Background: an optimization exercise with open tools, aiming at small area, a short achievable clock period and few clock cycles per item. Do not read the settings as production practice. Only simulation tests tie the RTL to the original design; equivalence was not proved.

==> flow/design.v, too long to show whole: its modules and the start of the top module <==
// module mul24_cs: 1674 lines
// module fp_mul_s1: 38 lines
// module fp_mul_s2: 50 lines
// module fp_add_s1: 47 lines
// module fp_add_s2: 64 lines
// module poly_stage: 139 lines
module poly_stage (
    input  wire        clk,
    input  wire        rst,         
    input  wire        in_valid,
    output wire        in_ready,
    input  wire [31:0] c0,
    input  wire [31:0] c1,
    input  wire [31:0] c2,
    input  wire [31:0] c3,
    input  wire [31:0] c4,
    input  wire [31:0] c5,
    input  wire [31:0] a,           
    input  wire        a_ok,        
    output reg         out_valid,
    output reg  [31:0] x,           
    output reg         x_ok,        
    output reg         num          
);
  // ...
==> flow/flow/run.sh <==
#!/bin/bash
# The standard layout, except that the port buffers are plain buf_1 cells
# rather than the delay buffers buffer_ports picks on its own.
set -euo pipefail
export BUFFER_PORTS_ARGS="-buffer_cell sky130_fd_sc_hd__buf_1"
bash standard.sh > standard.log 2>&1
==> flow/standard.sh <==
#!/bin/bash
# synth_recipe.tcl (not shown) runs the flow's synth.tcl, then flattens the netlist and writes it again
# the make line also repeats each setting of config.mk as NAME=value (left out here)
make -C /OpenROAD-flow-scripts/flow DESIGN_CONFIG=/design/flow/config.mk WORK_HOME=/design/flow/orfs CLKGATE_MAP_FILE= SYNTH_SCRIPT=/design/flow/synth_recipe.tcl "${@:-finish}"
==> flow/config.mk <==
export PLATFORM = sky130hd
export DESIGN_NAME = poly_stage
export DESIGN_NICKNAME = poly_stage
export VERILOG_FILES = /design/flow/design.v
export SDC_FILE = /design/flow/constraint.sdc
export NUM_CORES = 4
export LEC_CHECK = 0
export ABC_AREA = 1
export CAP_MARGIN = 20
export CORE_MARGIN = 2
export CORE_UTILIZATION = 50
export PLACE_DENSITY = 0.65
export SLEW_MARGIN = 20
==> flow/constraint.sdc <==
create_clock -name core_clock -period 35.0 [get_ports {clk}]
set_input_delay 7.0000 -clock core_clock [delete_from_list [all_inputs] [get_ports {clk}]]
set_output_delay 7.0000 -clock core_clock [all_outputs]
set_load 0.01 [all_outputs]
==> run summary, run 1 <==
- Hold Slack: 0.2911 ns
- Tapcells inserted: 1,243
* Synth Instances: 5,538
* Filler Cells Inserted: 8,484
- Total length of routed met2 wires: 61,610 um
- The congestion estimate from routability-driven global placement came to 0.9747.
- Total detailed-routing wirelength: 137,700 um
- After synthesis, flip-flops and latches occupy 38.96% of the total area.
- Number of core rows: 111
- Sum of negative setup slack: 0 ns
- Setup clock skew after layout: 0.04881 ns
- The synthesized netlist devotes 10.20% of its cell area to compound gates.
- Once placement completed, the tool counted placed cells totaling 6,840.
* Top-Level Pins: 264
- TritonCTS built the clock tree.
- The initial antenna violation count was 9.
* Input/output buffers: 263
- Core region area: 91,800 um^2
- First DRT Iteration DRCs: 3,394
- Pre-Repair DR Iteration Count: 7
- Max-cap violations: 0
- The run finished with no timing, DRC or antenna violations.
- Of the total synthesized cell area, the portion taken by XOR and XNOR cells is 7.842%.
* Most frequent cells in the layout: nand2_1 (1,277), dfxtp_1 (901), inv_1 (621)
* Hold worst-path end: e3_c[33]
- After detailed routing, the average wire length per cell comes to 19.65 um.
* Footprint of the multi-input gates: 24,740 um^2
- In the global route stage, overall resource usage came out at 28.85%.
* Via count of the routed design: 37,610
- Share of flip-flops with an asynchronous set or reset after synthesis: 0%
Testbench counts, summed over its fixed seeds: cycles 40,088, items 8,000.
==> run 2: changes to the inputs <==
--- a/flow/config.mk
+++ b/flow/config.mk
@@ -10,4 +10,6 @@
 export CORE_MARGIN = 2
 export CORE_UTILIZATION = 50
+export CTS_CLUSTER_DIAMETER = 100
+export CTS_CLUSTER_SIZE = 20
 export PLACE_DENSITY = 0.65
 export SLEW_MARGIN = 20
==> run 2 against run 1 <==
  * Still clean on timing, DRC and antenna
  * Fmax down 0.40%
  * Global-route usage down 0.41 points
  * Register-to-register slack about the same
  * Wire length shrank 1.3%
  * Utilization fell by 1.7 points
  * Design area fell by 3.1%
  * Synthesized cell count unchanged
  * Clock-buffer cell count down 69
  * Largest cell class unchanged
==> run summary, run 2 <==
- Measured in cells, the most critical reg-to-reg path has a length of 21.
* Number of instances resized during post-cts repair: 0
- Flop and latch count out of synthesis: 902
- In the routed design, unresolved DRC markers number 0.
- Setup crit end: x[31]
* Critical path capture point type: output pin
- Once the floorplan was initialized, standard cells occupied 50.49% of the core.
* Insertion delay to the later sink of the worst-skew pair: 0.69 ns
- Cell chosen for the clock root: clkbuf_16
- The final worst hold slack is 0.2817 ns (-0.009399 ns).
- Synth Instances: 5,538 (unchanged)
- Worst path top cell family by delay: flip-flops
- At the pin with the least slew margin, the transition time is 1.063 ns.
- Wire length of the first global-routing pass: 208,100 um
- Clock-pin slew was measured on the worst setup and hold paths at 0.08 ns.
* Setup slack of the worst register-to-register path: 27.33 ns
- Measured against its own limit, the worst slew margin works out to 28.98%.
- Clk sink count: 902
* Top-Level Pins: 264 (unchanged)
- TritonCTS clock tree: built
- Leaving out fill and tap cells, the most frequent cell in the layout is nand2_1.
- EDFF count, synth: 0
* Most frequent cell after synthesis: nand2_1
- Number of buffer and inverter instances along the worst setup path: 1
- Among all stages on the critical path, the largest delay is contributed by dfxtp_1.
- Sum of negative setup slack: 0 ns (unchanged)
- In this run the number of cells on the critical path is 1.
* Cts-stage hold buffer count: 0
- Share of final-layout standard cells stronger than drive strength 1: 4.959%
- Crit-path max cell delay: 0.32 ns
- The finished cells cover 49,830 um^2.
- The finished layout holds 6,913 standard cells, fillers aside.
* Post-CTS Setup Bufs: 0
* Area contributors post-synth: dfxtp_1 (39%), fa_1 (11%), nand2_1 (10%)
- The core outline area came to 91,800 um^2 (unchanged).
* Via count of the routed design: 37,260 (-0.95%)
- First DRT Iteration DRCs: 3,491 (+2.9%)
- STA classifies the critical path startpoint as a flop.
- The final max-slew violation count is 0.
* Average cell area after synthesis: 8.369 um^2
- The clock tree synthesis step divided the H-tree into 2 levels.
* Primary flip-flop cell chosen by synthesis mapping: dfxtp_1
* Layout overhead on the synthesized area: 7.521%
- Total routing usage reported by global routing: 28.44% (-0.41 points)
* Final clock period utilization by the worst path: 23.29%
* Num CTS Buffers: 55
- Vias in the first global route: 35,560
* R2r endpoint: p3_sum[26]
* Max-cap violations: 0 (unchanged)
- The total overflow left after global routing is 0.
- The count of fill cells added during filler insertion was 8,693 (+2.5%).
- Share of flip-flops with an asynchronous set or reset after synthesis: 0% (unchanged)
- Entering global routing, the biggest net connects 87 pins.
* Critical path origin: x[31]
* Area of the die: 95,150 um^2
- Result of the run: timing/DRC/antenna clean
- Chip Height: 308.5 um
* Vias per inst: 5.389
* Sequential share of the synthesized area: 38.96% (unchanged)
- Highest clock frequency the design can meet: 122.7 MHz
- The worst setup skew after layout was 0.07237 ns (+0.02356 ns).
- CTS Buffer Depth: 3
- Input/output buffers: 263 (unchanged)
- Leading area contributor after synthesis: dfxtp_1
- Crit-path cells: buf_1
* Biggest fanout along the worst timing path: 1
- Number of setup violations in the final report: 0
* Share of the synthesized area in the top cell type: 38.96%
- Worst path required time: 28.00 ns
- Total detailed-routing wirelength: 135,900 um (-1.3%)
- Synthesized Nets: 6,191
- Number of endpoints with negative hold slack in the final report: 0
- Final weighted congestion in routability-driven placement: 0.9747 (unchanged)
- Post-synthesis instance area: 46,350 um^2
- The path class of the tightest hold or removal check is flop to flop.
* Crit Reg-Reg Startpoint: coef[23]
* Unrepaired setup endpoints after global routing: false
- The placement row count was 111 (unchanged).
- Most frequent cells in the layout: nand2_1 (1,277), dfxtp_1 (901), inv_1 (621)
* Post-Place Cell Area: 48,210 um^2
* Antenna viol nets, final: 0
- During synthesis, Yosys emitted a total of 3 warnings.
- Antenna violations before repair: 8 (-1)
* # nets final: 6,307
- Summed over all nets, the half-perimeter wirelength after detailed placement is 102,700 um.
* Per-cell routed wire length: 19.66 um (about the same)
* Classification of the worst setup path: flop to output pin
* Most frequent cells after synthesis: nand2_1 (1,278), dfxtp_1 (902), inv_1 (621)
- Placed cell count: 6,840 (unchanged)
- Post-synthesis cell type count: 62
- Pre-Repair DR Iteration Count: 6 (-1)
- The smallest clock period supported by the final layout is computed as 8.153 ns.
- The die is 308.5 um wide.
* Arrival time at the worst endpoint: 1.15 ns
## run 2: metrics by stage
stage          worst slack [ns]  utilization, %
4_1_cts                   26.79           54.27
5_1_grt                   26.68           54.28
2_1_floorplan             27.55               -
6_report                  26.85           54.28
3_5_place_dp              27.45           52.51
3_3_place_gp              27.44           52.51
## run 2: kinds of logic after synthesis
logic type	share of synthesized area, %
xor+xnor	7.842
fa+ha+maj	15.52
simple gates	18.72
compound gates	10.20
flops	38.96
mux	1.058
buf+inv	7.696
## run 2: how the worst min path moves through the flow
stage	start	to	slack, ns	cells after the start
after detailed placement	e0_c[0]	e1_c[0]	0.31	0
after floorplan	e0_c[0]	e1_c[0]	0.31	0
after global placement	e2_c[66]	e3_c[34]	0.31	0
final	e2_c[65]	e3_c[33]	0.28	0
after CTS	e2_a[27]	e3_a[27]	0.28	0
after global routing	e2_a[27]	e3_a[27]	0.28	0
## run 2: routing by layer
metal  up-vias  GRT usage (%)  share of wire (%)
met5         -              0              0.020
met4         4          9.586                3.4
met2      1486          45.68                 45
met3       299          4.618                7.3
met1     17510          38.96                 44
li1      17950              -                  -
## run 2: cell type report
type	count	area (um^2)	area share, %
Clock buffer	58	1408	2.825
Antenna cell	3	7.507	0.01506
Multi-Input combinational cell	3724	24740	49.64
Clock inverter	12	205.2	0.4118
Tap cell	1243	1555	3.121
Inverter	653	2459	4.934
Timing Repair Buffer	318	1400	2.810
Sequential cell	902	18060	36.24

-- static timing again, ports no longer ideal --
Ports are ideal in the flow. The routed layouts listed here were re-timed in OpenROAD. Step 1: set_driving_cell puts a clkbuf_16 on clk and a buf_2 on each other input, an assumption about the parent block. Step 2 moves the port delays by t, midway between the first and last clock arrival at a register: inputs arrive t later, outputs are due t later. That takes back most of the time a late clock gives input paths. Slacks: ideal / step 1 / step 2; pairs: ideal / step 1.
| run | t, ns | slack for setup (ns) | worst register clock-pin slew, ns | worst slew at a driven data input, ns | cell pins on the clock port's net |
|---|---|---|---|---|---|
| run 1 | 0.727 | 26.880 / 26.813 / 27.318 | 0.07 / 0.07 | 0.11 | 1 |
| run 2 | 0.730 | 26.847 / 26.777 / 27.328 | 0.09 / 0.09 | 0.10 | 1 |
After both steps setup and hold are still met in every run listed.
